This is an optimization exercise on Yosys and OpenROAD, whose aim is small area, not a production implementation.
Where RTL was checked, it was by simulation tests only, not by an equivalence proof against the original.
The RTL of run 6 was laid out without a check of its function.

### flow/config.mk
export PLATFORM = sky130hd
export DESIGN_NAME = ds_frame_rx
export DESIGN_NICKNAME = ds_frame_rx
export VERILOG_FILES = /design/flow/design.v
export SDC_FILE = /design/flow/constraint.sdc
export NUM_CORES = 4
export LEC_CHECK = 0
export CAP_MARGIN = 20
export CORE_MARGIN = 2
export CORE_UTILIZATION = 40
export PLACE_DENSITY = 0.6
export SLEW_MARGIN = 20
### flow/constraint.sdc
create_clock -name core_clock -period 50.0 [get_ports {clk}]
set_input_delay 10.0000 -clock core_clock [delete_from_list [all_inputs] [get_ports {clk}]]
set_output_delay 10.0000 -clock core_clock [all_outputs]
set_load 0.01 [all_outputs]
### flow/design.v
module ds_frame_rx (
    input  wire         clk,
    input  wire         rst,         
    input  wire         lock,        
    input  wire         in_valid,    
    input  wire         in_hdr,      
    input  wire [255:0] in_body,     
    output reg          out_valid,
    output reg  [1:0]   out_type,    
    output reg  [255:0] out_body,
    output wire [31:0]  out_fn,
    output wire [1:0]   state,       
    output reg          ev_sync_gained,
    output reg          ev_oof_entered,
    output reg          ev_hdr_bad,
    output reg          ev_hdr_invalid,
    output reg          ev_faw_bad,
    output reg          ev_fn_jump,
    output reg          ev_false_cand,
    output reg          ev_cand_ovf,
    output reg          ev_err_block,
    output reg          ev_bip_err,
    output reg  [4:0]   bip_bits
);
    localparam [1:0] ST_HUNT = 2'd0, ST_PRESYNC = 2'd1, ST_SYNC = 2'd2, ST_OOF = 2'd3;
    localparam [12:0] FRAME_LAST = 13'd7999;
    localparam [31:0] FN_LAST    = 32'd4292607999;
    localparam [55:0] TYPE_FAW   = 56'h1E5B3C96E1A47D;
    reg  [1:0]  st;
    reg  [12:0] bc;             
    reg  [12:0] cq_p [0:3];     
    reg  [31:0] cq_n [0:3];     
    reg  [1:0]  cq_rd;          
    reg  [2:0]  cq_n_used;      
    reg  [31:0] cur_fn;         
    reg  [6:0]  cur_g;          
    reg         cur_hv;         
    reg         cur_oam;        
    reg  [1:0]  faw_cnt;        
    reg  [30:0] scr;            
    reg  [15:0] bip_acc;        
    wire [7:0]  rx_type = in_body[255:248];
    wire [47:0] rx_faw  = in_body[247:200];
    wire [31:0] rx_fn   = in_body[199:168];
    wire        rx_es   = in_body[165];
    wire        rx_oam  = in_body[166];
    wire [6:0]  rx_g    = in_body[163:157];
    wire [15:0] rx_bip  = in_body[156:141];
    wire [14:0] rx_ptr  = in_body[140:126];
    wire [15:0] rx_hcrc = in_body[15:0];
    integer i;
    genvar gi;
    reg [15:0] crc;
    always @* begin
        crc = 16'hFFFF;
        for (i = 255; i >= 16; i = i - 1)
            crc = {crc[14:0], 1'b0} ^ ((crc[15] ^ in_body[i]) ? 16'h1021 : 16'h0000);
    end
    wire crc_ok = (crc == rx_hcrc);
    reg [1:0] faw_sat;   
    reg [2:0] faw_sum;
    always @* begin
        faw_sat = 2'd0;
        for (i = 0; i < 56; i = i + 1) begin
            faw_sum = {1'b0, faw_sat} + {2'd0, in_body[200 + i] ^ TYPE_FAW[i]};
            faw_sat = faw_sum[2] ? 2'd3 : faw_sum[1:0];
        end
    end
    wire faw_good = (faw_sat != 2'd3);
    wire [29:0] q    = rx_fn[31:2];
    wire [11:0] m1   = {2'd0, q[9:0]} + {2'd0, q[29:20]} + {2'd0, ~q[19:10]};  
    wire [10:0] m2   = {1'b0, m1[9:0]} + 11'd25 - {9'd0, m1[11:10]};           
    reg         m2_hit;
    always @* begin
        m2_hit = 1'b0;
        for (i = 23; i <= 1048; i = i + 25)
            if (m2 == i) m2_hit = 1'b1;
    end
    wire        fn_div100 = (rx_fn[1:0] == 2'd0) && m2_hit;
    wire        fn_ok   = (rx_fn <= FN_LAST);
    wire        es_ok   = (rx_es == fn_div100);
    wire        g_ok    = (rx_g <= 7'd64);
    wire [13:0] ptr_sum = {1'b0, rx_ptr[14:2]} + {7'd0, rx_g};
    wire        ptr_ok  = (&rx_ptr) || (ptr_sum < 14'd7997);
    wire        hv      = in_hdr && ({rx_type, rx_faw} == TYPE_FAW) &&
                          crc_ok && g_ok && fn_ok && es_ok && ptr_ok;
    wire        blk      = lock && in_valid;
    wire        in_sync  = (st == ST_SYNC);
    wire        in_oof   = (st == ST_OOF);
    wire        bc0      = (bc == 13'd0);
    wire        is_data  = in_sync && ({6'd0, cur_g} + 13'd2 < bc);
    wire        is_pre   = in_sync && !bc0 && !is_data;    
    wire [12:0] hd_p     = cq_p[cq_rd];
    wire [31:0] hd_n     = cq_n[cq_rd];
    wire        due      = (cq_n_used != 3'd0) && (hd_p == bc);
    wire        use_cur  = in_sync || (in_oof && bc0);
    wire [31:0] ref_fn   = use_cur ? cur_fn : hd_n;
    wire [31:0] ref_inc  = (ref_fn == FN_LAST) ? 32'd0 : ref_fn + 32'd1;
    wire        fn_match = (rx_fn == ref_inc);
    wire        oof_go   = in_sync && bc0 && !faw_good && (faw_cnt == 2'd3);
    wire        enter    = !in_sync && hv && fn_match && (due || (in_oof && bc0 && cur_hv));
    wire        pop      = due;
    wire        full     = (cq_n_used == 3'd4) && !pop;
    wire        push     = hv && !full;
    wire [1:0]  cq_wr    = cq_rd + cq_n_used[1:0];
    wire [31:0] fn_new   = hv ? rx_fn : ref_inc;
    wire [30:0] seed_x   = fn_new[30:0] ^ 31'h55555555;
    wire [30:0] seed     = seed_x | {31{seed_x == 31'd0}};
    wire [30:0] scr_m = scr & {31{is_data}};
    wire [286:0] seq;
    wire [255:0] ks;
    wire [30:0]  scr_adv;
    generate
        for (gi = 0; gi < 31; gi = gi + 1) begin : g_seq_init
            assign seq[gi] = scr_m[30 - gi];
            assign scr_adv[gi] = seq[286 - gi];
        end
        for (gi = 31; gi < 287; gi = gi + 1) begin : g_seq
            assign seq[gi] = seq[gi - 31] ^ seq[gi - 28];
            assign ks[255 - (gi - 31)] = seq[gi];
        end
    endgenerate
    reg [15:0] fold;
    always @* begin
        fold = 16'd0;
        for (i = 0; i < 16; i = i + 1)
            fold = fold ^ in_body[16*i +: 16];
    end
    wire [15:0] bip_diff = rx_bip ^ bip_acc;
    reg  [4:0]  bip_pop;
    always @* begin
        bip_pop = 5'd0;
        for (i = 0; i < 16; i = i + 1)
            bip_pop = bip_pop + {4'd0, bip_diff[i]};
    end
    wire hdr_chk  = blk && st[1] && bc0;              
    wire sync_hdr = blk && in_sync && bc0;
    wire bip_chk  = sync_hdr && hv && cur_hv;
    always @(posedge clk) begin
        out_body       <= in_body ^ ks;
        out_valid      <= !rst && blk && (enter || (in_sync && (bc0 ? hv :
                                          is_data || (bc < 13'd3 ? cur_oam : cur_hv))));
        out_type       <= (enter || bc0) ? 2'd3 : is_data ? 2'd0 : (bc < 13'd3) ? 2'd1 : 2'd2;
        ev_sync_gained <= !rst && blk && enter;
        ev_oof_entered <= !rst && blk && oof_go;
        ev_hdr_bad     <= !rst && hdr_chk && !hv;
        ev_hdr_invalid <= !rst && hdr_chk && !hv && crc_ok;
        ev_faw_bad     <= !rst && sync_hdr && !faw_good && (faw_cnt != 2'd3);
        ev_fn_jump     <= !rst && sync_hdr && hv && !fn_match;
        ev_false_cand  <= !rst && blk && !in_sync && due && !enter;
        ev_cand_ovf    <= !rst && blk && !in_sync && !enter && hv && full;
        ev_err_block   <= !rst && blk && in_sync && (in_hdr == is_data);
        bip_bits       <= (!rst && bip_chk) ? bip_pop : 5'd0;
        ev_bip_err     <= !rst && bip_chk && (bip_diff != 16'd0);
    end
    always @(posedge clk) begin
        if (rst || !lock) begin
            st        <= ST_HUNT;
            bc        <= 13'd0;
            cq_n_used <= 3'd0;
            cq_rd     <= 2'd0;
        end else if (blk) begin
            bc <= enter ? 13'd1 : (bc == FRAME_LAST) ? 13'd0 : bc + 13'd1;
            if (in_sync) begin
                if (oof_go) st <= ST_OOF;
            end else if (enter) begin
                st        <= ST_SYNC;
                cq_n_used <= 3'd0;
            end else begin
                cq_rd     <= cq_rd + {1'b0, pop};
                cq_n_used <= cq_n_used - {2'd0, pop} + {2'd0, push};
                if (!in_oof)
                    st <= (hv || (cq_n_used != {2'd0, pop})) ? ST_PRESYNC : ST_HUNT;
            end
        end
    end
    always @(posedge clk) begin
        if (blk && push) begin
            cq_p[cq_wr] <= bc;
            cq_n[cq_wr] <= rx_fn;
        end
    end
    wire ld_hdr = blk && ((st[1] && bc0) || enter);
    always @(posedge clk) begin
        if (ld_hdr) begin
            cur_fn  <= fn_new;
            cur_hv  <= hv && !oof_go;
            cur_oam <= hv && rx_oam;
            if (hv) cur_g <= rx_g;
        end
        if (blk && (ld_hdr || is_data))
            scr <= is_data ? scr_adv : seed;
        if (blk && !is_pre)
            bip_acc <= (bip_acc ^ fold) & {16{is_data}};
        if (blk && (!in_sync || bc0))
            faw_cnt <= (in_sync && !faw_good) ? faw_cnt + 2'd1 : 2'd0;
    end
    assign out_fn = cur_fn;
    assign state  = st;
endmodule
### flow/run.sh
#!/bin/bash
# synth_recipe.tcl (not shown) runs the flow's synth.tcl, then flattens the netlist and writes it again
# the make line also repeats each setting of config.mk as NAME=value (left out here)
make -C /OpenROAD-flow-scripts/flow DESIGN_CONFIG=/design/flow/config.mk WORK_HOME=/design/flow/orfs CLKGATE_MAP_FILE= SYNTH_SCRIPT=/design/flow/synth_recipe.tcl finish
==> results of run 1 <==
## state kept, by name (all words and copies together), names as in the netlist, 2 cells and up, named ones only
| register | flops |
|---|---|
| out_body | 256 |
| scr | 31 |
| cur_g | 7 |
| st | 2 |
| bip_acc | 16 |
| bc | 13 |
| bip_bits | 5 |
| out_type | 2 |
| cq_rd | 2 |
| cq_n | 128 |
| cq_n_used | 3 |
| faw_cnt | 2 |
| cur_fn | 32 |
| cq_p | 52 |
## through the flow
| step | worst slack (ns) | instances |
|---|---|---|
| after floorplan | 16.90 | 3752 |
| after global placement | 14.94 | 5722 |
| after detailed placement | 14.64 | 5722 |
| after CTS | 15.23 | 5850 |
| after global routing | 13.96 | 5851 |
| final | 15.24 | 5855 |
## routing by layer
metal | vias up | track usage [%] | part of all wire, % | routed length, um
li1 | 13900 | - | - | -
met1 | 16300 | 45.3 | 40 | 79500
met2 | 1903 | 53.5 | 45 | 89000
met3 | 401 | 7.63 | 9.4 | 18800
met4 | 4 | 18.3 | 6.0 | 11900
met5 | - | 0 | 0.015 | 30
## kinds of logic (layout without fill, tap and decap cells)
group / count (synthesis) / after routing / share of synthesized area [%]
AO/OA/AOI/OAI: 253 / 253 / 3.83
XOR/XNOR: 1733 / 1733 / 46.7
adder cells (fa/ha/maj): 128 / 128 / 4.04
buffers and inverters: 287 / 898 / 2.58
flip-flops: 566 / 566 / 31.7
multiplexers: 96 / 96 / 3.56
other: 0 / 4 / 0
AND/OR/NAND/NOR: 689 / 689 / 7.60
## cell usage in the layout (no fill, tap or decap), types with 8 or more instances in the layout
| cell type | instances |
|---|---|
| clkbuf_8 | 9 |
| nand2b_1 | 27 |
| clkinv_2 | 8 |
| a31oi_1 | 12 |
| clkbuf_16 | 72 |
| o31ai_1 | 17 |
| nor3_1 | 40 |
| o21ai_1 | 8 |
| dfxtp_1 | 294 |
| xnor3_2 | 17 |
| nand3_1 | 51 |
| nor4_1 | 34 |
| or4_1 | 22 |
| or3_1 | 34 |
| ha_1 | 103 |
| inv_1 | 114 |
| and2_1 | 15 |
| xnor2_2 | 17 |
| mux2_2 | 39 |
| or2_2 | 12 |
| a21o_1 | 42 |
| xor3_1 | 53 |
| edfxtp_1 | 270 |
| mux2i_1 | 11 |
| nor2b_1 | 10 |
| o21ai_0 | 42 |
| clkbuf_1 | 15 |
| xor2_1 | 353 |
| xnor3_1 | 294 |
| and3_1 | 22 |
| a21oi_1 | 46 |
| fa_1 | 25 |
| o211ai_1 | 30 |
| clkdlybuf4s50_1 | 568 |
| buf_4 | 86 |
| nand4_1 | 30 |
| nand2_1 | 235 |
| mux4_2 | 45 |
| nor2_1 | 126 |
| xnor2_1 | 980 |
## cell usage after synthesis, drive strengths merged (5+ instances only)
master,count
xor2,360
a211oi,5
xnor2,1003
o22ai,5
a21o,42
and2,15
a31oi,14
nor3,41
mux4,45
o31ai,18
xnor3,311
nand4,30
or2,13
o21bai,7
or3,34
nor3b,5
a21boi,6
nand2b,28
dfxtp,296
nor4b,6
nor4,35
a21oi,47
nor2,131
or4,22
nand2,235
fa,25
mux2,40
mux2i,11
o21ai,50
buf,36
xor3,59
and3,22
ha,103
edfxtp,270
o211ai,30
clkbuf,135
nor2b,10
nand3,51
inv,115
## worst min path at each step
stage | startpoint | slack [ns] | end | depth (start not counted)
after floorplan | bc[7] | 0.46 | cq_p[0][7] | 0
after global placement | cq_n_used[0] | 0.52 | cq_n_used[0] | 2
after detailed placement | cq_n_used[0] | 0.52 | cq_n_used[0] | 2
after CTS | cq_n_used[0] | 0.53 | cq_n_used[0] | 2
after global routing | cq_n_used[2] | 0.58 | cq_n_used[2] | 2
final | cq_n_used[0] | 0.53 | cq_n_used[0] | 2
## final cells by class
class	instances	area (um2)	share of cell area, %
clock buffers	96	1980	3.65
clock inverters	32	417	0.768
diodes	4	10.0	0.0184
inverters	116	435	0.802
repair buffers	654	6330	11.7
well taps	1488	1860	3.43
flip-flops and latches	566	14000	25.9
multi-input cells	2899	29200	53.8
## critical path: cells and delay by family
| family | cells | cell delay, ns |
|---|---|---|
| AO/OA/AOI/OAI | 31 | 5.46 |
| adder cells (fa/ha/maj) | 45 | 11.61 |
| buffers and inverters | 3 | 0.72 |
| AND/OR/NAND/NOR | 27 | 7.56 |
==> run summary, run 1 <==
GRT Util Overall=34.6%; fin crit period=34.76 ns; share of cells above drive strength 1=8.39%; Cells after Synth=3752; area delta synth->final=22.6%; FF-to-FF End=cur_g[2]; flops & latches, synth=566; CTS tree=built; Core Region=110000 um2; RePlAce Congestion=1.02; CP max stage cell=or4b_2; Worst Setup Start Kind=input port; Setup crit end kind=flop; clock buffer depth=3; Async SR Flop Fraction=0%; drt first pass iters=6; max_cap viols=0; post-route cell area=54300 um2; vias in the first global route=31600; worst-path fanout max=4; Die H=337 um; Post-CTS Setup Inserts=0; CP Capture Point=st[0]; Hold Buf Count CTS=0; largest net degree at the start of global routing=76; I/O Pins=569; post-synth top area share=19.4%; RSZ-0062 raised after global routing=false; Die Area=113000 um2; Clock Sinks=566; r2r startpoint=bc[9]; Worst Setup SP=in_body[201]; Net Count, Synth=4141; clock buffer count from CTS=70; Data required, critical path=50.57 ns; mapped cell area=44300 um2; Max Freq=0.0288 GHz; post-DP HPWL=161000 um; reg2reg setup slack=42.52 ns; Routed Antenna Nets=0; Final period util=69.5%; cell mode on critical path=ha_1; clk_skew=0.0489 ns; number of port buffers=568; setup TNS=0 ns; endpoints failing setup=0; initial antenna violation count=6; DRT iter0 DRCs=3782; Initial Util=40.2%; main flop type after synthesis=dfxtp_1; biggest area consumer among synthesized cells=xnor2_1; Via-to-Cell Ratio=5.55; global-route wire length before repair=266000 um; latest clock arrival within the worst-skew pair=0.69 ns; die width=337 um; Seq/Total Area, Yosys=31.7%; post-CTS sizing=0; Worst-Margin Slew=1.34 ns; status=complete, no violations; Synth cell types=79; clock-pin slew on the worst setup and hold paths=0.06 ns; Post-DP Area=51800 um2; total grt overflow=0; Ys Warns=1; final count of hold timing violations=0; synthesized area per cell=11.8 um2; crit path kind=input port to flop; Root Buffer=clkbuf_16; max-slew violation count=0; worst min path class=flop to flop; Fillers=10100; DRC=0; final net count=4696; wire per inst=34.0 um; Post-synth EDFFs=270; total routed wirelength=199000 um; Clock H-tree levels=3; synth top area cells=xnor2_1, edfxtp_1, xnor3_1; Finished Core Util=49.2%; row count=122; vias=32500; Arrival @ worst endpoint=35.33 ns; Fin Hold WS=0.527 ns; slew margin rel.=10.6%; CP peak stage delay=0.73 ns; Reg2Reg Depth=25
==> inputs of run 2 (changes only) <==
--- a/flow/design.v
+++ b/flow/design.v
@@ -28,8 +28,8 @@
     localparam [55:0] TYPE_FAW   = 56'h1E5B3C96E1A47D;
     reg  [1:0]  st;
     reg  [12:0] bc;             
-    reg  [12:0] cq_p [0:3];     
-    reg  [31:0] cq_n [0:3];     
+    reg  [51:0] cq_p;           
+    reg  [127:0] cq_n;          
     reg  [1:0]  cq_rd;          
     reg  [2:0]  cq_n_used;      
     reg  [31:0] cur_fn;         
@@ -57,16 +57,19 @@
             crc = {crc[14:0], 1'b0} ^ ((crc[15] ^ in_body[i]) ? 16'h1021 : 16'h0000);
     end
     wire crc_ok = (crc == rx_hcrc);
-    reg [1:0] faw_sat;   
-    reg [2:0] faw_sum;
-    always @* begin
-        faw_sat = 2'd0;
-        for (i = 0; i < 56; i = i + 1) begin
-            faw_sum = {1'b0, faw_sat} + {2'd0, in_body[200 + i] ^ TYPE_FAW[i]};
-            faw_sat = faw_sum[2] ? 2'd3 : faw_sum[1:0];
-        end
-    end
-    wire faw_good = (faw_sat != 2'd3);
+    integer n;
+    reg [63:0] f1, f2, f3;
+    always @* begin
+        f1 = 64'd0; f2 = 64'd0; f3 = 64'd0;
+        for (i = 0; i < 56; i = i + 1) f1[i] = in_body[200 + i] ^ TYPE_FAW[i];
+        for (n = 32; n >= 1; n = n / 2)
+            for (i = 0; i < n; i = i + 1) begin
+                f3[i] = f3[2*i] | f3[2*i+1] | (f2[2*i] & f1[2*i+1]) | (f1[2*i] & f2[2*i+1]);
+                f2[i] = f2[2*i] | f2[2*i+1] | (f1[2*i] & f1[2*i+1]);
+                f1[i] = f1[2*i] | f1[2*i+1];
+            end
+    end
+    wire faw_good = !f3[0];
     wire [29:0] q    = rx_fn[31:2];
     wire [11:0] m1   = {2'd0, q[9:0]} + {2'd0, q[29:20]} + {2'd0, ~q[19:10]};  
     wire [10:0] m2   = {1'b0, m1[9:0]} + 11'd25 - {9'd0, m1[11:10]};           
@@ -90,8 +93,8 @@
     wire        bc0      = (bc == 13'd0);
     wire        is_data  = in_sync && ({6'd0, cur_g} + 13'd2 < bc);
     wire        is_pre   = in_sync && !bc0 && !is_data;    
-    wire [12:0] hd_p     = cq_p[cq_rd];
-    wire [31:0] hd_n     = cq_n[cq_rd];
+    wire [12:0] hd_p     = cq_p[13*cq_rd +: 13];
+    wire [31:0] hd_n     = cq_n[32*cq_rd +: 32];
     wire        due      = (cq_n_used != 3'd0) && (hd_p == bc);
     wire        use_cur  = in_sync || (in_oof && bc0);
     wire [31:0] ref_fn   = use_cur ? cur_fn : hd_n;
@@ -175,10 +178,11 @@
         end
     end
     always @(posedge clk) begin
-        if (blk && push) begin
-            cq_p[cq_wr] <= bc;
-            cq_n[cq_wr] <= rx_fn;
-        end
+        for (i = 0; i < 4; i = i + 1)
+            if (blk && push && cq_wr == i) begin
+                cq_p[13*i +: 13] <= bc;
+                cq_n[32*i +: 32] <= rx_fn;
+            end
     end
     wire ld_hdr = blk && ((st[1] && bc0) || enter);
     always @(posedge clk) begin
==> flow/flow/run.sh (new file) <==
#!/bin/bash
# Own layout flow: the standard flow (standard.sh) with
#  - synthesis through flow/my_synth.tcl (synth_recipe.tcl with an
#    area-oriented ABC mapping script, flow/area.script);
#  - the port buffers made from the smallest buffer, buf_1.
set -euo pipefail
export MY_WORK_DIR=$PWD
export MY_FLOW_DIR=$PWD/flow
bash standard.sh SYNTH_SCRIPT=$PWD/flow/my_synth.tcl \
  "BUFFER_PORTS_ARGS=-buffer_cell sky130_fd_sc_hd__buf_1" finish > $PWD/flow.log 2>&1
==> flow/flow/area.script (new file) <==
&get -n
&st
&dch
&nf -R 1000 -p
&put
==> flow/flow/my_synth.tcl (new file) <==
# The standard synthesis (synth_recipe.tcl), with ABC's technology mapping
# run by an area-oriented script that keeps the XOR structure of the RTL,
# and without the 3-input XOR cells. Registers are mapped before ABC runs,
# so they are the standard synthesis's.
proc abc {args} {
  set i [lsearch $args -script]
  if {$i >= 0} { lset args [expr {$i + 1}] [file join $::env(MY_FLOW_DIR) area.script] }
  foreach c {xor3_1 xor3_2 xor3_4 xnor3_1 xnor3_2 xnor3_4} {
    lappend args -dont_use sky130_fd_sc_hd__$c
  }
  puts "abc (own flow): $args"
  yosys abc {*}$args
}
source [file join $::env(MY_WORK_DIR) synth_recipe.tcl]
==> flow/standard.sh (new file) <==
#!/bin/bash
# synth_recipe.tcl (not shown) runs the flow's synth.tcl, then flattens the netlist and writes it again
# the make line also repeats each setting of config.mk as NAME=value (left out here)
make -C /OpenROAD-flow-scripts/flow DESIGN_CONFIG=/design/flow/config.mk WORK_HOME=/design/flow/orfs CLKGATE_MAP_FILE= SYNTH_SCRIPT=/design/flow/synth_recipe.tcl "${@:-finish}"
removed: flow/run.sh
==> run 2 against run 1 <==
Still clean. Hold slack gained 0.034 ns. Sequential share of layout area grew 7.6 points. Die area shrank 20%. Highest routed layer unchanged.
==> run summary, run 2 <==
mapped cell area=35200 um2; r2r startpoint=bc[9]; Worst-Margin Slew=1.24 ns; post-route cell area=41800 um2; Cells after Synth=3222; Post-DP Area=39800 um2; cell mode on critical path=xnor2_1; Hold Buf Count CTS=0; vias=28200; synth top area cells=xnor2_1, edfxtp_1, dfxtp_1; clock-pin slew on the worst setup and hold paths=0.06 ns; RePlAce Congestion=1.03; Synth cell types=60; max-slew violation count=0; Ys Warns=1; Async SR Flop Fraction=0%; Arrival @ worst endpoint=36.17 ns; dpl ws=13.90 ns; Reg2Reg Depth=28; Post-CTS Setup Inserts=0; clk_skew=0.0324 ns; latest clock arrival within the worst-skew pair=0.67 ns; fin crit period=35.69 ns; main flop type after synthesis=dfxtp_1; most frequent cell after synthesis=xnor2_1; post-DP HPWL=129000 um; area taken by multi-input logic gates=21100 um2; FF-to-FF End=cur_fn[6]; commonest non-fill, non-tap cell in the layout=xnor2_1; wire per inst=30.9 um; max reg flops=256; reg2reg setup slack=40.06 ns; area delta synth->final=18.6%; final worst slack=14.31 ns; Die Area=90500 um2; total routed wirelength=160000 um; global-route wire length before repair=215000 um; Initial Util=40.5%; initial antenna violation count=5; Seq/Total Area, Yosys=39.7%; Clock H-tree levels=2; Max Freq=0.0280 GHz; Worst Setup Start Kind=input port; flops & latches, synth=564; Final period util=71.4%; Finished Core Util=48.0%; clock buffer depth=3; synthesized area per cell=10.9 um2; max_cap viols=0; Via-to-Cell Ratio=5.44; Net Count, Synth=3556; drt first pass iters=5; Post-synth top cells=xnor2_1, xor2_1, dfxtp_1, edfxtp_1, nor2_1; GRT Util Overall=34.3%; post-CTS sizing=0; worst min path class=flop to flop; WHS Endpoint=faw_cnt[0]; row count=108; worst-path fanout max=32; share of cells above drive strength 1=6.69%; biggest area consumer among synthesized cells=xnor2_1; Core Region=87000 um2; Fillers=8315; setup TNS=0 ns; Clock Sinks=564; CP peak stage delay=0.92 ns; Regs by FF count=out_body (256), cq_n (128), cq_p (52); Largest Register=out_body; CTS tree=built; endpoints failing setup=0; register area=14000 um2; I/O Pins=569; status=complete, no violations; DRT iter0 DRCs=3157; Routed Antenna Nets=0; number of port buffers=568; post-synth top area share=28.5%; slew margin rel.=16.8%; largest net degree at the start of global routing=79; total grt overflow=0; most frequent cells in the layout=xnor2_1, buf_1, xor2_1, dfxtp_1, edfxtp_1; Setup crit end kind=flop; final net count=4303; Die H=301 um; Data required, critical path=50.49 ns; vias in the first global route=27400; Post-synth EDFFs=270; DRC=0; worst hold start=faw_cnt[0]; final count of hold timing violations=0; clock buffer count from CTS=61; RSZ-0062 raised after global routing=false; die width=301 um; Hold Path Depth=1; crit path kind=input port to flop; CP max stage cell=or4_1; Root Buffer=clkbuf_16
-- run 2: per-layer routing --
layer  track usage, %  vias up  routed length, um
met4             17.6        2               9660
met3             7.02      373              15200
met1             45.1    13800              63800
met5                0        -                 13
li1                 -    12400                  -
met2             53.4     1592              71100
-- run 2: worst max-delay path: cells and delay by family --
kind                      cells  cell delay [ns]
xor gates and xnor gates     61            21.48
and+or+nand+nor              12             3.80
AOI/OAI and AO/OA             2             0.27
buffers and inverters         2             0.55
-- run 2: kinds of logic (layout without fill, tap and decap cells) --
group / after synthesis / count (layout) / share of synthesized area, %
other: 0 / 1 / 0
muxes: 85 / 85 / 4.03
xor gates and xnor gates: 1590 / 1590 / 39.5
adders and majority gates: 74 / 74 / 3.13
buffers and inverters: 72 / 870 / 0.767
and+or+nand+nor: 606 / 606 / 8.51
DFF: 564 / 564 / 39.7
AOI/OAI and AO/OA: 231 / 231 / 4.34
-- run 2: area by class of cell --
type,count,share of cell area (%)
multi-input cells,2586,50.4
flip-flops and latches,564,33.5
repair buffers,684,7.19
clock buffers,84,4.01
well taps,1155,3.46
clock inverters,30,0.805
inverters,72,0.647
diodes,1,0.00599
-- run 2: through the flow --
stage	hold slack, ns	std cells
floorplan	0.507	3222
global placement	0.551	5061
detailed placement	0.557	5061
CTS	0.566	5175
global route	0.577	5175
finish	0.561	5176
-- run 2: worst max-delay path by stage --
| stage | start | endpoint | slack, ns | cells past startpoint |
|---|---|---|---|---|
| 3_5_place_dp | in_body[250] | scr[20] | 13.90 | 77 |
| 6_report | in_body[250] | scr[6] | 14.31 | 77 |
| 2_1_floorplan | in_body[248] | cq_n[100] | 14.12 | 68 |
| 4_1_cts | in_body[250] | scr[6] | 14.46 | 77 |
| 5_1_grt | in_body[250] | scr[6] | 12.49 | 77 |
| 3_3_place_gp | in_body[250] | scr[24] | 13.56 | 77 |
==> inputs of run 3 (changes only) <==
==> flow/config.mk (replaced) <==
export PLATFORM = sky130hd
export DESIGN_NAME = ds_frame_rx
export DESIGN_NICKNAME = ds_frame_rx
export VERILOG_FILES = /design/flow/design.v
export SDC_FILE = /design/flow/constraint.sdc
export NUM_CORES = 4
export LEC_CHECK = 0
export CAP_MARGIN = 0
export CORE_MARGIN = 2
export CORE_UTILIZATION = 65
export CTS_BUF_LIST = sky130_fd_sc_hd__clkbuf_4
export PLACE_DENSITY = 0.8
export SLEW_MARGIN = 0
==> run 3 against run 2 <==
Now fails the layout checks on max-capacitance violations, max-slew violations. Global-route usage rose by 18 points. Flip-flop and latch count did not move. Clock-buffer cell count rose by 109. Core utilization rose by 28 points. Fmax rose by 1.4%. Cell count fell by 6.5%. Hold slack improved by 0.0095 ns. Design area fell by 2.1%. Non-clock buffer count fell by 16.
==> run summary, run 3 <==
final worst slack=14.81 ns; vias=30100; post-synth top area share=28.5%; drt first pass iters=8; post-CTS sizing=0; largest net degree at the start of global routing=79; die width=237 um; Initial Util=65.6%; area taken by multi-input logic gates=21000 um2; Arrival @ worst endpoint=36.07 ns; Seq/Total Area, Yosys=39.7%; Clock Sinks=564; wire per inst=30.5 um; dpl ws=14.64 ns; CP max stage cell=or4_1; max reg flops=256; latest clock arrival within the worst-skew pair=1.07 ns; post-DP HPWL=116000 um; Hold Buf Count CTS=0; Regs by FF count=out_body (256), cq_n (128), cq_p (52); Post-CTS Setup Inserts=0; status=finished with violations; register area=14000 um2; max_cap viols=1; setup TNS=0 ns; total routed wirelength=148000 um; Post-DP Area=39100 um2; clock buffer depth=3; synthesized area per cell=10.9 um2; Post-synth EDFFs=270; vias in the first global route=29200; Final period util=70.4%; Max Freq=0.0284 GHz; biggest area consumer among synthesized cells=xnor2_1; final net count=4370; worst min path class=flop to flop; max-slew violation count=1; commonest non-fill, non-tap cell in the layout=xnor2_1; Post-synth top cells=xnor2_1, xor2_1, dfxtp_1, edfxtp_1, nor2_1; Data required, critical path=50.88 ns; slew margin rel.=-0.205%; Synth cell types=60; DRT iter0 DRCs=4763; Worst-Margin Slew=1.50 ns; I/O Pins=569; Core Region=53700 um2; share of cells above drive strength 1=9.27%; crit path kind=input port to flop; RePlAce Congestion=1.14; Die Area=56100 um2; clock-pin slew on the worst setup and hold paths=0.07 ns; Fillers=3715; Die H=237 um; clk_skew=0.0756 ns; most frequent cells in the layout=xnor2_1, buf_1, xor2_1, dfxtp_1, edfxtp_1; RSZ-0062 raised after global routing=false; post-route cell area=40900 um2; CP peak stage delay=0.97 ns; global-route wire length before repair=204000 um; Net Count, Synth=3556; fin crit period=35.19 ns; synth top area cells=xnor2_1, edfxtp_1, dfxtp_1; total grt overflow=0; final count of hold timing violations=0; mapped cell area=35200 um2; initial antenna violation count=4; Via-to-Cell Ratio=6.22; most frequent cell after synthesis=xnor2_1; row count=85; Root Buffer=clkbuf_4; Ys Warns=1; endpoints failing setup=0; Fin Hold WS=0.571 ns; Async SR Flop Fraction=0%; Worst Setup Start Kind=input port; Routed Antenna Nets=0; GRT Util Overall=51.9%; Setup crit end kind=flop; Clock H-tree levels=4; CTS tree=built; worst-path fanout max=32; Failing Checks=max-capacitance violations, max-slew violations; Cells after Synth=3222; clock buffer count from CTS=144; DRC=0; number of port buffers=568; main flop type after synthesis=dfxtp_1; flops & latches, synth=564; Largest Register=out_body; cell mode on critical path=xnor2_1; area delta synth->final=16.1%
-- run 3: cell counts after synthesis --
Identical to the previous run, type by type.
-- run 3: through the flow --
stage / instances / util (%)
finish: 4842 / 76.2
detailed placement: 4586 / 72.7
CTS: 4839 / 76.2
global route: 4840 / 76.2
floorplan: 3222 / -
global placement: 4586 / 72.7
-- run 3: worst max-delay path, delay by kind of cell --
family                    cells  cell delay [ns]
AOI/OAI and AO/OA             2             0.47
xor gates and xnor gates     61            21.08
buffers and inverters         2             0.52
and+or+nand+nor              12             3.97
-- run 3: kinds of logic after synthesis --
logic type	Yosys count	share of synthesized area, %
DFF	564	39.7
muxes	85	4.03
xor gates and xnor gates	1590	39.5
and+or+nand+nor	606	8.51
AOI/OAI and AO/OA	231	4.34
adders and majority gates	74	3.13
buffers and inverters	72	0.767
-- run 3: area by class of cell --
cell class	instances	share of cell area, %
diodes	3	0.0184
clock buffers	193	3.54
clock inverters	60	0.948
inverters	72	0.661
multi-input cells	2586	51.4
flip-flops and latches	564	34.2
well taps	696	2.13
repair buffers	668	7.05
-- run 3: per-layer routing --
layer / share of wire (%) / global-route usage [%] / vias up
met1: 34 / 63.8 / 14100
met5: 0.10 / 1.65 / -
met2: 42 / 75.5 / 2713
li1: - / - / 12600
met3: 15 / 18.5 / 699
met4: 8.8 / 37.6 / 6
-- run 3: worst paths after layout --
kind | from | end | slack, ns | cells past startpoint
max | in_body[254] | scr[20] | 14.81 | 77
min | faw_cnt[0] | faw_cnt[0] | 0.57 | 1
max reg2reg | bc[9] | cur_fn[8] | 39.91 | 28
min reg2reg | faw_cnt[0] | faw_cnt[0] | 0.57 | 1
==> inputs of run 4 (changes only) <==
--- a/flow/config.mk
+++ b/flow/config.mk
@@ -8,6 +8,7 @@
 export CAP_MARGIN = 0
 export CORE_MARGIN = 2
 export CORE_UTILIZATION = 65
-export CTS_BUF_LIST = sky130_fd_sc_hd__clkbuf_4
+export CTS_BUF_LIST = sky130_fd_sc_hd__clkbuf_8
+export GPL_TIMING_DRIVEN = 0
 export PLACE_DENSITY = 0.8
 export SLEW_MARGIN = 0
==> run 4 against run 3 <==
Still fails the layout checks on max-capacitance violations, max-slew violations. Non-clock buffer count is 73 lower. Largest cell class unchanged. Critical path type unchanged. Highest routed layer unchanged. Setup slack got worse by 2.2 ns. Register-to-register slack better by 0.03 ns. Global-route usage down 1.1 points. Flip-flop and latch count unchanged. Synthesized area unchanged.
==> run summary, run 4 <==
status=finished with violations; Failing Checks=max-capacitance violations, max-slew violations; CP peak stage delay=1.02 ns; dpl ws=12.54 ns; I/O Pins=569; Cells after Synth=3222; final worst slack=12.60 ns; Arrival @ worst endpoint=37.99 ns; commonest non-fill, non-tap cell in the layout=xnor2_1; Hold Buf Count CTS=0; reg2reg setup slack=39.94 ns; RSZ-0062 raised after global routing=false; clock-pin slew on the worst setup and hold paths=0.07 ns; Fin Hold WS=0.568 ns; flops & latches, synth=564; worst-path fanout max=31; wire per inst=31.0 um; crit path kind=input port to flop; number of port buffers=568; worst min path class=flop to flop; Finished Core Util=75.7%; Adder-Cell Fraction of Synth Area=3.13%; die width=237 um; clock buffer count from CTS=90; main flop type after synthesis=dfxtp_1; GRT Util Overall=50.8%; Clock Sinks=564; cell mode on critical path=xnor2_1; final net count=4243; Root Buffer=clkbuf_8; biggest area consumer among synthesized cells=xnor2_1; clk_skew=0.0417 ns; slew margin rel.=-8.46%; Core Region=53700 um2; final std cells w/o fill=4685; Post-CTS Setup Inserts=0; Seq/Total Area, Yosys=39.7%; Die Area=56100 um2; row count=85; Ys Warns=1; total routed wirelength=145000 um; post-CTS sizing=0; final count of hold timing violations=0; placed insts=4512; Worst-Margin Slew=1.62 ns; Initial Util=65.6%; Setup crit end kind=flop; Async SR Flop Fraction=0%; Final period util=74.8%; Largest Register=out_body; synth top area cells=xnor2_1, edfxtp_1, dfxtp_1; initial antenna violation count=8; DRT iter0 DRCs=4086; max-slew violation count=50; endpoints failing setup=0; mux cell area share after synthesis=4.03%; max reg flops=256; Max Freq=0.0267 GHz; vias in the first global route=28300; Post-DP Area=38600 um2; fin crit period=37.40 ns; Post-Synth Simple-Gate Area=8.51%; Data required, critical path=50.59 ns; Via-to-Cell Ratio=6.27; RePlAce Congestion=1.10; setup TNS=0 ns; post-route cell area=40700 um2; latest clock arrival within the worst-skew pair=0.76 ns; DRC=0; total grt overflow=0; global-route wire length before repair=199000 um; share of cells above drive strength 1=5.85%; mapped cell area=35200 um2; vias=29400; Post-synth EDFFs=270; most frequent cells in the layout=xnor2_1, buf_1, xor2_1, dfxtp_1, edfxtp_1; drt first pass iters=7; CP max stage cell=or4_1; post-synth top area share=28.5%; Clock H-tree levels=3; xor-xnor portion of the synthesized cell area=39.5%; largest net degree at the start of global routing=41; area delta synth->final=15.4%; Routed Antenna Nets=0; post-DP HPWL=115000 um; Synth Area in Compound Gates=4.34%; CTS tree=built; synthesized area per cell=10.9 um2; largest family of logic cells by synthesized area=XOR/XNOR gates; clock buffer depth=3; max_cap viols=7; Post-synth top cells=xnor2_1, xor2_1, dfxtp_1, edfxtp_1, nor2_1; Worst Setup Start Kind=input port; Net Count, Synth=3556; Synth cell types=60; Die H=237 um; Regs by FF count=out_body (256), cq_n (128), cq_p (52); most frequent cell after synthesis=xnor2_1
==> run 4: final cells by class <==
cell class	instances	area [um2]
repair buffers	595	2460
multi-input cells	2586	21100
flip-flops and latches	564	14000
diodes	5	12.5
fillers	3715	13000
clock buffers	106	1460
inverters	72	270
clock inverters	61	539
well taps	696	871
==> run 4: worst paths after layout <==
kind	from	cells after the start	endpoint
max	in_body[252]	77	scr[24]
min reg2reg	faw_cnt[0]	1	faw_cnt[0]
min	faw_cnt[0]	1	faw_cnt[0]
max reg2reg	bc[9]	26	cur_fn[8]
==> run 4: worst max-delay path, delay by kind of cell <==
kind	cells	cell delay [ns]
buf+inv	2	0.90
xor+xnor	60	21.87
compound gates	2	0.48
simple gates	13	4.68
==> run 4: cell families (layout without fill, tap and decap cells) <==
family | after synthesis | count (layout)
XOR/XNOR | 1590 | 1590
multiplexers | 85 | 85
AND/OR/NAND/NOR | 606 | 606
buffers and inverters | 72 | 834
flip-flops | 564 | 564
adder cells (fa/ha/maj) | 74 | 74
AO/OA/AOI/OAI | 231 | 231
other | 0 | 5
==> run 4: per-layer routing <==
| layer | GRT usage (%) | part of all wire, % | up-vias |
|---|---|---|---|
| met4 | 38.6 | 9.2 | 8 |
| met1 | 62.4 | 35 | 13800 |
| met2 | 73.2 | 41 | 2549 |
| li1 | - | - | 12300 |
| met3 | 18.4 | 15 | 709 |
| met5 | 0 | 0.038 | - |
==> inputs of run 5 (changes only) <==
==> flow/config.mk (replaced) <==
export PLATFORM = sky130hd
export DESIGN_NAME = ds_frame_rx
export DESIGN_NICKNAME = ds_frame_rx
export VERILOG_FILES = /design/flow/design.v
export SDC_FILE = /design/flow/constraint.sdc
export NUM_CORES = 4
export LEC_CHECK = 0
export CAP_MARGIN = 20
export CORE_MARGIN = 2
export CORE_UTILIZATION = 65
export PLACE_DENSITY = 0.8
export SLEW_MARGIN = 20
==> run 5 against run 4 <==
Now clean on timing, DRC and antenna. Synthesized cell count unchanged. Die area did not move. First-iteration DRC count up 14%. Sequential share of layout area shrank 0.33 points. Critical path type unchanged.
==> run summary, run 5 <==
Post-synth top cells=xnor2_1, xor2_1, dfxtp_1, edfxtp_1, nor2_1; post-synth top area share=28.5%; max reg flops=256; biggest area consumer among synthesized cells=xnor2_1; GRT Util Overall=51.7%; Worst-Margin Slew=1.30 ns; worst-path fanout max=32; Largest Register=out_body; Reg2Reg Depth=28; final std cells w/o fill=4690; area delta synth->final=16.5%; grt met1 use=63.7%; synthesized area per cell=10.9 um2; clk_skew=0.0393 ns; Clock H-tree levels=2; RePlAce Congestion=1.14; FF-to-FF End=cur_fn[23]; cell mode on critical path=xnor2_1; worst min path class=flop to flop; Max Freq=0.0281 GHz; Die H=237 um; CP max stage cell=or4_1; met3 Usage GRT=18.3%; Hold Buf Count CTS=0; latest clock arrival within the worst-skew pair=0.66 ns; Ys Warns=1; Post-CTS Setup Inserts=0; worst hold start=faw_cnt[0]; Clock Sinks=564; Routed Antenna Nets=0; r2r startpoint=bc[9]; Via-to-Cell Ratio=6.36; CTS tree=built; Seq/Total Area, Yosys=39.7%; fin crit period=35.56 ns; post-DP HPWL=116000 um; global-route wire length before repair=204000 um; synth top area cells=xnor2_1, edfxtp_1, dfxtp_1; DRT iter0 DRCs=4648; largest net degree at the start of global routing=79; Initial Util=65.6%; final net count=4282; slew margin rel.=13.2%; setup TNS=0 ns; Core Region=53700 um2; total grt overflow=0; status=complete, no violations; DRC=0; endpoints failing setup=0; main flop type after synthesis=dfxtp_1; Hold Path Depth=1; most frequent cell after synthesis=xnor2_1; CP peak stage delay=0.98 ns; global route hottest layer=met2; post-CTS sizing=0; I/O Pins=569; Net Count, Synth=3556; total routed wirelength=148000 um; final count of hold timing violations=0; Crit path buffers/inverters=2; register area=14000 um2; max-slew violation count=0; max_cap viols=0; most frequent cells in the layout=xnor2_1, buf_1, xor2_1, dfxtp_1, edfxtp_1; clock buffer depth=3; Data required, critical path=50.48 ns; wire per inst=31.6 um; flops & latches, synth=564; family with the most delay on the worst path=XOR/XNOR gates; reg2reg setup slack=39.87 ns; commonest non-fill, non-tap cell in the layout=xnor2_1; initial antenna violation count=4; WHS Endpoint=faw_cnt[0]; vias=29800; mapped cell area=35200 um2; number of port buffers=568; placed insts=4586; Arrival @ worst endpoint=36.05 ns; area taken by multi-input logic gates=21100 um2; Async SR Flop Fraction=0%; RSZ-0062 raised after global routing=false; die width=237 um; clock buffer count from CTS=56; Cells after Synth=3222; Fillers=3638; Regs by FF count=out_body (256), cq_n (128), cq_p (52); Synth cell types=60; Final period util=71.1%; clock-pin slew on the worst setup and hold paths=0.06 ns; Setup crit end kind=flop; ant diodes=0; share of cells above drive strength 1=6.41%; crit path kind=input port to flop; Root Buffer=clkbuf_16; Post-synth EDFFs=270; Worst Setup Start Kind=input port; drt first pass iters=7; vias in the first global route=28600; row count=85; Die Area=56100 um2; met2 usage=74.0%
-- run 5: cell counts after synthesis --
Identical to the previous run, type by type.
-- run 5: final cells by class --
cell class                      count  share of cell area, %
Multi-Input combinational cell   2586                   51.3
Clock buffer                       69                   3.73
Tap cell                          696                   2.12
Inverter                           72                  0.658
Clock inverter                     35                   1.05
Timing Repair Buffer              668                   7.02
Sequential cell                   564                   34.1
-- run 5: worst reg2reg max path: cells and delay by family (launching register included) --
kind,cells,cell delay [ns]
simple gates,18,7.09
buf+inv,3,0.86
compound gates,5,0.75
flops,1,0.46
mux,1,0.38
fa+ha+maj,1,0.20
-- run 5: cell families after synthesis --
logic type               synth area share (%)
AO/OA/AOI/OAI                            4.34
XOR/XNOR                                 39.5
adder cells (fa/ha/maj)                  3.13
buffers and inverters                   0.767
flip-flops                               39.7
multiplexers                             4.03
AND/OR/NAND/NOR                          8.51
-- run 5: worst max path at each step --
stage | cells past startpoint | slack [ns] | endpoint | from
5_1_grt | 77 | 13.04 | scr[20] | in_body[254]
4_1_cts | 77 | 15.10 | scr[24] | in_body[254]
2_1_floorplan | 68 | 14.12 | cq_n[100] | in_body[248]
3_5_place_dp | 77 | 14.55 | scr[24] | in_body[254]
6_report | 77 | 14.44 | scr[24] | in_body[254]
3_3_place_gp | 77 | 14.84 | scr[20] | in_body[254]
-- run 5: metal layers --
| metal | share of wire [%] | wire (um) | vias up |
|---|---|---|---|
| li1 | - | - | 12300 |
| met2 | 41 | 61100 | 2682 |
| met5 | 0.018 | 27 | - |
| met4 | 9.7 | 14400 | 4 |
| met1 | 33 | 49500 | 14100 |
| met3 | 16 | 23300 | 735 |
-- run 5: through the flow --
step | hold slack, ns | area, um2 | util, % | setup slack (ns)
after global routing | 0.581 | 41100 | 76.5 | 13.04
after detailed placement | 0.559 | 39100 | 72.8 | 14.55
after floorplan | 0.507 | 35200 | - | 14.12
final | 0.578 | 41100 | 76.5 | 14.44
after global placement | 0.551 | 39100 | 72.7 | 14.84
after CTS | 0.568 | 41000 | 76.4 | 15.10
==> inputs of run 6 (changes only) <==
--- a/flow/design.v
+++ b/flow/design.v
@@ -33,12 +33,12 @@
     reg  [1:0]  cq_rd;          
     reg  [2:0]  cq_n_used;      
     reg  [31:0] cur_fn;         
-    reg  [6:0]  cur_g;          
     reg         cur_hv;         
-    reg         cur_oam;        
-    reg  [1:0]  faw_cnt;        
-    reg  [30:0] scr;            
-    reg  [15:0] bip_acc;        
+    wire [6:0]  cur_g   = cq_p[6:0];     
+    wire [1:0]  faw_cnt = cq_p[8:7];     
+    wire        cur_oam = cq_p[9];       
+    wire [30:0] scr     = cq_n[30:0];    
+    wire [15:0] bip_acc = cq_n[47:32];   
     wire [7:0]  rx_type = in_body[255:248];
     wire [47:0] rx_faw  = in_body[247:200];
     wire [31:0] rx_fn   = in_body[199:168];
@@ -177,27 +177,32 @@
             end
         end
     end
-    always @(posedge clk) begin
-        for (i = 0; i < 4; i = i + 1)
-            if (blk && push && cq_wr == i) begin
-                cq_p[13*i +: 13] <= bc;
-                cq_n[32*i +: 32] <= rx_fn;
-            end
-    end
-    wire ld_hdr = blk && ((st[1] && bc0) || enter);
+    wire ld_hdr  = blk && ((st[1] && bc0) || enter);
+    wire sync_bk = blk && (in_sync || enter);    
     always @(posedge clk) begin
         if (ld_hdr) begin
             cur_fn  <= fn_new;
             cur_hv  <= hv && !oof_go;
-            cur_oam <= hv && rx_oam;
-            if (hv) cur_g <= rx_g;
-        end
-        if (blk && (ld_hdr || is_data))
-            scr <= is_data ? scr_adv : seed;
-        if (blk && !is_pre)
-            bip_acc <= (bip_acc ^ fold) & {16{is_data}};
-        if (blk && (!in_sync || bc0))
-            faw_cnt <= (in_sync && !faw_good) ? faw_cnt + 2'd1 : 2'd0;
+        end
+    end
+    always @(posedge clk) begin
+        for (i = 0; i < 4; i = i + 1)
+            if (blk && !in_sync && push && cq_wr == i) begin
+                cq_p[13*i +: 13] <= bc;
+                cq_n[32*i +: 32] <= rx_fn;
+            end
+        if (sync_bk) begin
+            if (bc0 || enter) begin
+                cq_p[9] <= hv && rx_oam;                      
+                if (hv) cq_p[6:0] <= rx_g;                    
+            end
+            if (bc0 || enter || is_data)
+                cq_n[30:0] <= is_data ? scr_adv : seed;       
+            if (!is_pre)
+                cq_n[47:32] <= (bip_acc ^ fold) & {16{is_data}};   
+            if (bc0 || enter)
+                cq_p[8:7] <= (in_sync && !faw_good) ? faw_cnt + 2'd1 : 2'd0;   
+        end
     end
     assign out_fn = cur_fn;
     assign state  = st;
==> flow/flow/run.sh (replaced) <==
#!/bin/bash
# Own layout flow: the standard flow (standard.sh) with
#  - synthesis through flow/my_synth.tcl (synth_recipe.tcl with an
#    area-oriented ABC mapping script, flow/area.script);
#  - the port buffers made from the smallest buffer, buf_1;
#  - clock tree synthesis with larger sink clusters and no dummy loads.
set -euo pipefail
export MY_WORK_DIR=$PWD
export MY_FLOW_DIR=$PWD/flow
bash standard.sh SYNTH_SCRIPT=$PWD/flow/my_synth.tcl \
  "BUFFER_PORTS_ARGS=-buffer_cell sky130_fd_sc_hd__buf_1" \
  "CTS_ARGS=-sink_clustering_enable -repair_clock_nets -dont_use_dummy_load -sink_clustering_size 30 -sink_clustering_max_diameter 100 -buf_list sky130_fd_sc_hd__clkbuf_16" \
  finish > $PWD/flow.log 2>&1
--- a/flow/config.mk
+++ b/flow/config.mk
@@ -5,8 +5,8 @@
 export SDC_FILE = /design/flow/constraint.sdc
 export NUM_CORES = 4
 export LEC_CHECK = 0
-export CAP_MARGIN = 20
+export CAP_MARGIN = 10
 export CORE_MARGIN = 2
 export CORE_UTILIZATION = 65
 export PLACE_DENSITY = 0.8
-export SLEW_MARGIN = 20
+export SLEW_MARGIN = 10
==> run 6 against run 5 <==
The layout now fails its checks (max-capacitance violations, max-slew violations). Core utilization fell by 2.4 points. Critical path depth did not move. Highest routed layer unchanged. Non-clock buffer count fell by 28. Setup slack got worse by 1.0 ns.
==> run summary, run 6 <==
status=finished with violations; Failing Checks=max-capacitance violations, max-slew violations; total routed wirelength=153000 um; RePlAce Congestion=1.13; Hold Buf Count CTS=0; Setup crit end kind=flop; Clock Sinks=507; Core Region=51500 um2; setup TNS=0 ns; Clock H-tree levels=1; Via-to-Cell Ratio=6.53; RSZ-0062 raised after global routing=false; wire per inst=32.7 um; Async SR Flop Fraction=0%; Final period util=73.1%; Fin Hold WS=0.548 ns; Routed Antenna Nets=0; global-route wire length before repair=210000 um; mux cell area share after synthesis=5.30%; Data required, critical path=50.56 ns; vias in the first global route=29000; clock-pin slew on the worst setup and hold paths=0.12 ns; dpl ws=13.99 ns; CP max stage cell=nand2_1; cell mode on critical path=xnor2_1; largest net degree at the start of global routing=79; post-synth top area share=28.3%; main flop type after synthesis=dfxtp_1; CTS tree=built; DRT iter0 DRCs=4968; Worst Setup Start Kind=input port; Ys Warns=1; r2r startpoint=bc[9]; worst-path fanout max=31; Seq/Total Area, Yosys=34.5%; DR WL met3=25300 um; post-CTS sizing=0; crit path kind=input port to flop; post-DP HPWL=122000 um; Crit path buffers/inverters=2; Cells after Synth=3340; largest family of logic cells by synthesized area=XOR/XNOR gates; mapped cell area=34000 um2; row count=83; Synth cell types=53; Largest Register=out_body; initial antenna violation count=12; final worst slack=13.44 ns; Synth Area in Compound Gates=5.84%; Fillers=3713; max reg flops=256; fin crit period=36.56 ns; Adder-Cell Fraction of Synth Area=3.22%; total grt overflow=0; Max Used Layer=met5; flops & latches, synth=507; Die Area=54100 um2; Regs by FF count=out_body (256), cq_n (128), cq_p (52); clk_skew=0.0577 ns; most frequent cells in the layout=xnor2_1, buf_1, xor2_1, dfxtp_1, nand2_1; DRC=0; Worst Setup SP=in_body[251]; final count of hold timing violations=0; drt first pass iters=8; max_cap viols=1; Die H=233 um; CP peak stage delay=0.71 ns; vias=30600; worst hold start=cq_p[7]; endpoints failing setup=0; synthesized area per cell=10.2 um2; clock buffer depth=3; area delta synth->final=12.3%; share of cells above drive strength 1=3.82%; biggest area consumer among synthesized cells=xnor2_1; Finished Core Util=74.1%; die width=233 um; clock buffer count from CTS=22; slew margin rel.=-5.56%; most frequent cell after synthesis=xnor2_1; final net count=4338; Initial Util=66.0%; family with the most delay on the worst path=XOR/XNOR gates; Post-Synth Simple-Gate Area=9.05%; Max Freq=0.0274 GHz; synth top area cells=xnor2_1, dfxtp_1, edfxtp_1; Arrival @ worst endpoint=37.12 ns; latest clock arrival within the worst-skew pair=0.63 ns; Worst-Margin Slew=1.57 ns; number of port buffers=568; GRT Util Overall=55.5%; max-slew violation count=3; Root Buffer=clkbuf_16; final std cells w/o fill=4690; I/O Pins=569; Post-synth top cells=xnor2_1, xor2_1, dfxtp_1, nand2_1, edfxtp_1; placed insts=4660; DRT met1 WL=51100 um; Met2 Wirelength=60800 um; worst min path class=flop to flop; Net Count, Synth=3674; Post-synth EDFFs=156; xor-xnor portion of the synthesized cell area=41.2%; Post-CTS Setup Inserts=0; commonest non-fill, non-tap cell in the layout=xnor2_1
==> run 6: changes by cell type in the layout (fill, tap and decap cells not counted), sizes merged, moves of 17 or more <==
cell,previous run,this run
a21oi,55,133
a22oi,48,21
buf,668,640
clkbuf,69,22
dfxtp,294,351
edfxtp,270,156
mux2i,34,63
nand2,144,164
nor2,165,146
nor3,44,61
o21ai,42,78
xnor2,1145,1099
xor2,445,500
==> run 6: area by class of cell <==
| cell class | count | area (um2) | share of cell area [%] |
|---|---|---|---|
| Antenna cell | 8 | 20.0 | 0.0525 |
| Clock buffer | 22 | 551 | 1.44 |
| Inverter | 81 | 304 | 0.797 |
| Multi-Input combinational cell | 2752 | 22000 | 57.8 |
| Sequential cell | 507 | 11700 | 30.7 |
| Tap cell | 680 | 851 | 2.23 |
| Timing Repair Buffer | 640 | 2670 | 7.00 |
==> run 6: layer usage <==
layer / up-vias / global-route usage (%)
met3: 827 / 24.6
met4: 10 / 44.5
met5: - / 0
met1: 14300 / 65.8
li1: 12500 / -
met2: 2951 / 77.4
==> run 6: path summary, 6_finish.rpt <==
path         endpoint  slack (ns)  cells after the start
max reg2reg   cq_p[4]       39.47                     33
min reg2reg   cq_p[7]        0.55                      2
min           cq_p[7]        0.55                      2
max          cq_n[18]       13.44                     77
==> run 6: cells by family (layout without fill, tap and decap cells) <==
kind of cell    Yosys count  count (layout)
xor+xnor               1599            1599
mux                     122             122
compound gates          336             336
flops                   507             507
other cells               0               8
buf+inv                  81             743
simple gates            622             622
fa+ha+maj                73              73
==> run 6: per-stage QoR <==
| stage | area, um2 |
|---|---|
| 2_1_floorplan | 34000 |
| 3_3_place_gp | 37600 |
| 3_5_place_dp | 37600 |
| 4_1_cts | 38100 |
| 5_1_grt | 38100 |
| 6_report | 38200 |
==> run 6: worst reg2reg max path, delay by kind of cell (launching register included) <==
kind | cells | cell delay (ns)
flops | 1 | 0.45
compound gates | 7 | 1.84
mux | 1 | 0.36
fa+ha+maj | 1 | 0.21
simple gates | 22 | 7.01
buf+inv | 2 | 0.55
==> inputs of run 7 (changes only) <==
--- a/flow/design.v
+++ b/flow/design.v
@@ -185,23 +185,44 @@
             cur_hv  <= hv && !oof_go;
         end
     end
-    always @(posedge clk) begin
-        for (i = 0; i < 4; i = i + 1)
-            if (blk && !in_sync && push && cq_wr == i) begin
-                cq_p[13*i +: 13] <= bc;
-                cq_n[32*i +: 32] <= rx_fn;
-            end
-        if (sync_bk) begin
-            if (bc0 || enter) begin
-                cq_p[9] <= hv && rx_oam;                      
-                if (hv) cq_p[6:0] <= rx_g;                    
-            end
-            if (bc0 || enter || is_data)
-                cq_n[30:0] <= is_data ? scr_adv : seed;       
-            if (!is_pre)
-                cq_n[47:32] <= (bip_acc ^ fold) & {16{is_data}};   
-            if (bc0 || enter)
-                cq_p[8:7] <= (in_sync && !faw_good) ? faw_cnt + 2'd1 : 2'd0;   
+    wire [3:0] cq_we;
+    genvar gk;
+    generate
+        for (gk = 0; gk < 4; gk = gk + 1) begin : g_we
+            assign cq_we[gk] = blk && !in_sync && push && (cq_wr == gk);
+        end
+    endgenerate
+    wire        oam_d    = sync_bk ? (hv && rx_oam) : bc[9];
+    wire        oam_en   = sync_bk ? (bc0 || enter) : cq_we[0];
+    wire [6:0]  g_d      = sync_bk ? rx_g : bc[6:0];
+    wire        g_en     = sync_bk ? ((bc0 || enter) && hv) : cq_we[0];
+    wire [1:0]  faw_d    = sync_bk ? ((in_sync && !faw_good) ? faw_cnt + 2'd1 : 2'd0) : bc[8:7];
+    wire        faw_en   = sync_bk ? (bc0 || enter) : cq_we[0];
+    wire [30:0] scr_d    = sync_bk ? (is_data ? scr_adv : seed) : rx_fn[30:0];
+    wire        scr_en   = sync_bk ? (bc0 || enter || is_data) : cq_we[0];
+    wire [15:0] bip_d    = sync_bk ? ((bip_acc ^ fold) & {16{is_data}}) : rx_fn[15:0];
+    wire        bip_en   = sync_bk ? !is_pre : cq_we[1];
+    always @(posedge clk) begin
+        if (cq_we[0]) begin
+            cq_p[12:10] <= bc[12:10];
+            cq_n[31]    <= rx_fn[31];
+        end
+        if (oam_en) cq_p[9]      <= oam_d;
+        if (faw_en) cq_p[8:7]    <= faw_d;
+        if (g_en)   cq_p[6:0]    <= g_d;
+        if (scr_en) cq_n[30:0]   <= scr_d;
+        if (cq_we[1]) begin
+            cq_p[25:13] <= bc;
+            cq_n[63:48] <= rx_fn[31:16];
+        end
+        if (bip_en) cq_n[47:32]  <= bip_d;
+        if (cq_we[2]) begin
+            cq_p[38:26] <= bc;
+            cq_n[95:64] <= rx_fn;
+        end
+        if (cq_we[3]) begin
+            cq_p[51:39] <= bc;
+            cq_n[127:96] <= rx_fn;
         end
     end
     assign out_fn = cur_fn;
--- a/flow/flow/run.sh
+++ b/flow/flow/run.sh
@@ -9,5 +9,5 @@
 export MY_FLOW_DIR=$PWD/flow
 bash standard.sh SYNTH_SCRIPT=$PWD/flow/my_synth.tcl \
   "BUFFER_PORTS_ARGS=-buffer_cell sky130_fd_sc_hd__buf_1" \
-  "CTS_ARGS=-sink_clustering_enable -repair_clock_nets -dont_use_dummy_load -sink_clustering_size 30 -sink_clustering_max_diameter 100 -buf_list sky130_fd_sc_hd__clkbuf_16" \
+  "CTS_ARGS=-sink_clustering_enable -repair_clock_nets -dont_use_dummy_load -sink_clustering_size ${CTS_SINKS:-20} -sink_clustering_max_diameter 100 -buf_list sky130_fd_sc_hd__clkbuf_16" \
   finish > $PWD/flow.log 2>&1
==> flow/flow/area.script (replaced) <==
&get -n
&st
&dch
&nf -R 1000 -p
&st
&dch
&nf -R 1000 -p
&put
--- a/flow/config.mk
+++ b/flow/config.mk
@@ -5,8 +5,8 @@
 export SDC_FILE = /design/flow/constraint.sdc
 export NUM_CORES = 4
 export LEC_CHECK = 0
-export CAP_MARGIN = 10
+export CAP_MARGIN = 20
 export CORE_MARGIN = 2
 export CORE_UTILIZATION = 65
 export PLACE_DENSITY = 0.8
-export SLEW_MARGIN = 10
+export SLEW_MARGIN = 20
==> run 7 against run 6 <==
The run now finishes clean. Design area increased by 1.4%. Fmax increased by 1.9%. Register-to-register slack improved by 0.10 ns. Hold slack got worse by 0.017 ns. Flip-flop and latch count unchanged. Via count about the same. Global-route usage decreased by 2.1 points. Critical path depth decreased by 5. Synthesized area increased by 0.17%. Clock-buffer cell count increased by 7. Largest cell class unchanged.
==> run summary, run 7 <==
largest net degree at the start of global routing=61; die width=233 um; mux cell area share after synthesis=4.37%; area delta synth->final=13.6%; Synth Area in Compound Gates=6.40%; total grt overflow=0; Final period util=71.8%; r2r startpoint=bc[11]; Fin Hold WS=0.532 ns; setup TNS=0 ns; Post-synth top cells=xnor2_1, xor2_1, dfxtp_1, edfxtp_1, nand2_1; max-slew violation count=0; Max Freq=0.0279 GHz; xor-xnor portion of the synthesized cell area=39.7%; commonest non-fill, non-tap cell in the layout=xnor2_1; slew margin rel.=8.07%; Worst-Margin Slew=1.37 ns; wire per inst=31.3 um; Worst Setup SP=in_body[253]; Post-Synth Simple-Gate Area=9.28%; biggest area consumer among synthesized cells=xnor2_1; initial antenna violation count=2; worst hold start=cq_n_used[0]; vias=30600; Die Area=54200 um2; RePlAce Congestion=1.15; Cells after Synth=3311; Routed Antenna Nets=0; status=complete, no violations; synth top area cells=xnor2_1, edfxtp_1, dfxtp_1; share of cells above drive strength 1=5.00%; Data required, critical path=50.44 ns; CTS tree=built; vias in the first global route=28600; most frequent cell after synthesis=xnor2_1; GRT Util Overall=53.3%; reg2reg setup slack=39.57 ns; worst min path class=flop to flop; Die H=233 um; total routed wirelength=147000 um; crit path kind=input port to flop; Arrival @ worst endpoint=36.32 ns; FF-to-FF End=cq_p[0]; mapped cell area=34000 um2; DRT iter0 DRCs=4688; Post-synth EDFFs=213; Async SR Flop Fraction=0%; max reg flops=256; post-CTS sizing=0; Post-CTS Setup Inserts=0; I/O Pins=569; clk_skew=0.0689 ns; Regs by FF count=out_body (256), cq_n (128), cq_p (52); final count of hold timing violations=0; fin crit period=35.88 ns; clock-pin slew on the worst setup and hold paths=0.08 ns; post-DP HPWL=118000 um; latest clock arrival within the worst-skew pair=0.65 ns; clock buffer depth=3; cell mode on critical path=xnor2_1; flops & latches, synth=507; Largest Register=out_body; Root Buffer=clkbuf_16; Setup crit end kind=flop; CP peak stage delay=0.76 ns; row count=83; CP max stage cell=xnor2_1; clock buffer count from CTS=29; Clock H-tree levels=1; Reg2Reg Depth=32; Seq/Total Area, Yosys=36.1%; worst-path fanout max=15; number of port buffers=568; drt first pass iters=8; RSZ-0062 raised after global routing=false; Core Region=51500 um2; Synth cell types=60; final net count=4352; Adder-Cell Fraction of Synth Area=3.21%; synthesized area per cell=10.3 um2; largest family of logic cells by synthesized area=XOR/XNOR gates; post-synth top area share=27.8%; main flop type after synthesis=dfxtp_1; Clock Sinks=507; endpoints failing setup=0; max_cap viols=0; most frequent cells in the layout=xnor2_1, buf_1, xor2_1, dfxtp_1, edfxtp_1; Initial Util=66.1%; Hold Buf Count CTS=0; Via-to-Cell Ratio=6.52; CP Capture Point=cq_n[5]; global-route wire length before repair=203000 um; Ys Warns=1; Net Count, Synth=3645; DRC=0; Worst Setup Start Kind=input port
-- run 7: cell types whose count changed after synthesis, moves of 11 or more --
cell / change
nand2_1: +18
o22ai_1: +16
nand3_1: +27
dfxtp_1: -57
xnor2_1: -17
mux2i_1: -20
a22oi_1: -18
nand4_1: -11
o21ai_0: +58
xor2_1: -38
edfxtp_1: +57
a21oi_1: -34
-- run 7: stage by stage --
stage	cells	worst slack, ns	util, %	area [um2]
6_report	4698	14.12	75.1	38700
5_1_grt	4696	12.94	75.1	38700
4_1_cts	4696	14.53	75.0	38600
3_5_place_dp	4667	13.83	73.6	37900
3_3_place_gp	4667	13.61	73.6	37900
2_1_floorplan	3311	17.29	-	34000
-- run 7: how the worst min path moves through the flow --
stage | end | cells after the start | slack (ns)
floorplan | cq_n_used[0] | 2 | 0.49
global placement | cq_n_used[0] | 2 | 0.52
detailed placement | cq_n_used[0] | 2 | 0.52
CTS | cq_n_used[0] | 2 | 0.53
global route | cq_n_used[0] | 2 | 0.58
finish | cq_n_used[0] | 2 | 0.53
-- run 7: logic make-up (layout without fill, tap and decap cells) --
| logic type | Yosys count | count (layout) |
|---|---|---|
| XOR/XNOR | 1544 | 1544 |
| AND/OR/NAND/NOR | 645 | 645 |
| flip-flops | 507 | 507 |
| AO/OA/AOI/OAI | 367 | 367 |
| multiplexers | 92 | 92 |
| buffers and inverters | 83 | 788 |
| adder cells (fa/ha/maj) | 73 | 73 |
| other | 0 | 2 |
-- run 7: layout make-up --
class,count,area (um2)
well taps,680,851
fillers,3815,12800
clock buffers,29,726
inverters,83,312
flip-flops and latches,507,12300
diodes,2,5.00
multi-input cells,2721,21600
repair buffers,676,2940
-- run 7: metal layers --
layer  up-vias  share of wire (%)  track usage [%]
met5         -              0.010                0
met4         2                 10             39.7
met3       815                 16             20.5
met2      2883                 40             76.4
met1     14300                 34             64.9
li1      12700                  -                -
-- run 7: worst max-delay path, delay by kind of cell --
family	cells	cell delay [ns]
xor gates and xnor gates	58	21.66
and+or+nand+nor	6	2.41
buffers and inverters	3	1.08
AOI/OAI and AO/OA	5	1.15

port drivers added, routing unchanged:
How much do the figures lean on ideal ports? The routed layouts below were timed once more, with nothing changed but the port constraints.
Step 1, drivers: a clkbuf_16 drives clk and a buf_2 each remaining input, both assumed.
Step 2 adds t to the input delays and takes it off the output delays; t is the mean of the earliest and latest rising clock arrival at the registers after step 1. Input paths then give back, and output paths get back, about the clock's delay inside the block.
Three values: no drivers, after step 1, after step 2; two values: the first two.
run | shift t [ns] | slack for setup (ns) | worst setup path after step 2 | pins driven straight from the clock port
run 1 | 0.744 | 15.242 / 15.277 / 14.532 | input to register | 1
run 2 | 0.722 | 14.315 / 14.348 / 13.626 | input to register | 1
run 3 | 1.099 | 14.806 / 14.838 / 13.739 | input to register | 1
run 4 | 0.810 | 12.601 / 12.637 / 11.827 | input to register | 1
run 5 | 0.712 | 14.436 / 14.470 / 13.758 | input to register | 1
run 6 | 0.664 | 13.438 / 13.470 / 12.806 | input to register | 1
run 7 | 0.679 | 14.119 / 14.160 / 13.481 | input to register | 1
For run 3, which loses most, drivers alone change the setup slack by +0.032 ns; drivers and shift together by -1.067 ns.
